What follows belongs to an exercise in optimizing a design on an open flow for small area and a short achievable clock period; a production flow would make more cautious choices.
The RTL was checked by simulation tests, not by an equivalence proof against the original design.
No activity file was given, so power comes from the tool's default toggle rates.

// red_combine
module red_combine (
    input  wire        clk,
    input  wire        rst,
    input  wire        in_valid,
    input  wire [31:0] in_a,
    input  wire [31:0] in_b,
    input  wire [1:0]  in_op,
    input  wire [1:0]  in_rmode,
    input  wire [15:0] in_rand,
    output reg         out_valid,
    output reg  [31:0] out_res
);
    wire a_e0   = ~|in_a[30:23];
    wire b_e0   = ~|in_b[30:23];
    wire a_emax = &in_a[30:23];
    wire b_emax = &in_b[30:23];
    wire a_mz   = ~|in_a[22:0];
    wire b_mz   = ~|in_b[22:0];
    wire a_nan  = a_emax & ~a_mz;
    wire b_nan  = b_emax & ~b_mz;
    wire a_inf  = a_emax & a_mz;
    wire b_inf  = b_emax & b_mz;
    wire sa = in_a[31];
    wire sb = in_b[31];
    wire is_mm  = in_op[0] ^ in_op[1];
    wire is_max = in_op[1];
    wire zero_small = ~is_mm & (a_inf | b_inf);
    wire e_lt;                                      
    gt_t #(8) u_ge (.a(in_b[30:23]), .b(in_a[30:23]), .gt(e_lt));
    wire m_gt;                                      
    gt_t #(23) u_gm (.a(in_b[22:0]), .b(in_a[22:0]), .gt(m_gt));
    wire e_eq = (in_a[30:23] == in_b[30:23]);
    wire pick_a_mm = b_nan | (~a_nan & (sa ^ is_max ^ (e_lt & ~(sa ^ sb))));
    wire sel_b = is_mm ? ~pick_a_mm : e_lt;
    wire [6:0] r_ab = {1'b0, in_a[28:23]} - {1'b0, in_b[28:23]};
    wire [6:0] r_ba = {1'b0, in_b[28:23]} - {1'b0, in_a[28:23]};
    wire [5:0] d_ab = a_e0 ? 6'd0 : b_e0 ? in_a[28:23] - 6'd1 : r_ab[5:0];
    wire [5:0] d_ba = b_e0 ? 6'd0 : a_e0 ? in_b[28:23] - 6'd1 : r_ba[5:0];
    wire [1:0] ha = in_a[30:29];
    wire [1:0] hb = in_b[30:29];
    wire ge_ab = ~a_e0 & (b_e0 ? (ha[1] | (ha[0] & |in_a[28:23]))
                                : ((ha == hb + 2'd1) & ~r_ab[6]) | ({1'b0, ha} >= {1'b0, hb} + 3'd2));
    wire ge_ba = ~b_e0 & (a_e0 ? (hb[1] | (hb[0] & |in_b[28:23]))
  ...
For scale: roughly 210 flip-flops, ~120 I/O pins, about 0.015 mm2 of cells after synthesis.
clock: 32.0 ns
lec_check: 0
abc_area: 1
cap_margin: 20
core_margin: 2
core_utilization: 60
cts_buf_list: sky130_fd_sc_hd__clkbuf_4 sky130_fd_sc_hd__clkbuf_8
slew_margin: 20
standard.sh (not shown) runs the stock make flow with config.mk's settings and CLKGATE_MAP_FILE= SYNTH_SCRIPT=/design/flow/synth_recipe.tcl, a recipe that flattens the netlist after the stock synthesis.
==> flow/flow/run.sh <==
#!/bin/bash
# The standard ORFS layout (standard.sh, standard synthesis unchanged) with two changes
# to how the layout is made; the clock, its period and the constraints stay the design's:
#  - repair_timing is asked for extra setup slack (flow/setup_margin, in ns), so that it
#    sizes and buffers the logic for a shorter period than the constraint's;
#  - port buffers (every input and output still gets one) use flow/port_buffer.
set -euo pipefail
MARGIN=$(cat flow/setup_margin)
PBUF=$(cat flow/port_buffer)
sed "s|CLKGATE_MAP_FILE= |CLKGATE_MAP_FILE= SETUP_SLACK_MARGIN=$MARGIN 'BUFFER_PORTS_ARGS=-buffer_cell $PBUF' |" \
    standard.sh > standard_tuned.sh
bash standard_tuned.sh > flow_make.log 2>&1
==> flow/flow/port_buffer <==
sky130_fd_sc_hd__buf_2
==> flow/flow/setup_margin <==
24.2
Next try:
==> flow/flow/port_buffer (replaced) <==
sky130_fd_sc_hd__buf_1
- ABC_AREA: 1 -> 0
- CTS_BUF_LIST: sky130_fd_sc_hd__clkbuf_4 sky130_fd_sc_hd__clkbuf_8 -> not set
=> Clock power is higher by 19%; first-iteration DRC count rose by 35%; wire length grows by 17%; setup slack got worse by 0.26 ns.
Next try:
- ABC_AREA: 0 -> 1
- CTS_BUF_LIST: not set -> sky130_fd_sc_hd__clkbuf_16
- CTS_CLUSTER_DIAMETER: not set -> 100
- CTS_CLUSTER_SIZE: not set -> 30
Effect: Synthesized area decreases by 8.1%; worst setup slack improved by 0.33 ns; hold slack stays flat; die area decreases by 7.9%; sequential share of layout area increases by 2.8 points; cell count increases by 12%; via count decreases by 4.4%; clock-buffer cell count decreases by 13; final area decreases by 11%; first-iteration DRC count decreases by 29%.

what the ideal ports hide:
How much do the figures lean on ideal ports? The routed layouts below were timed once more, with nothing changed but the port constraints.
Step 1 assumes that a clkbuf_16 drives the clock port and a buf_2 every other input.
Step 2 adds t to the input delays and takes it off the output delays; t is the mean of the earliest and latest rising clock arrival at the registers after step 1. Input paths then give back, and output paths get back, about the clock's delay inside the block.
Slacks: ideal / step 1 / step 2; pairs: ideal / step 1.
run	shift t [ns]	setup WS [ns]	clock arrival spread, ns	slew at the worst register clock pin (ns)	pins driven straight from the clock port
the first run	0.568	24.223 / 24.230 / 23.663	0.044 / 0.043	0.07 / 0.07	1
the second run	0.564	23.961 / 23.963 / 23.399	0.009 / 0.010	0.06 / 0.06	1
the third run	0.538	24.288 / 24.314 / 23.776	0.020 / 0.021	0.11 / 0.11	1
After both steps every run listed still meets setup and hold. For the second run, which loses most, drivers alone change the setup slack by +0.002 ns; drivers and shift together by -0.562 ns.
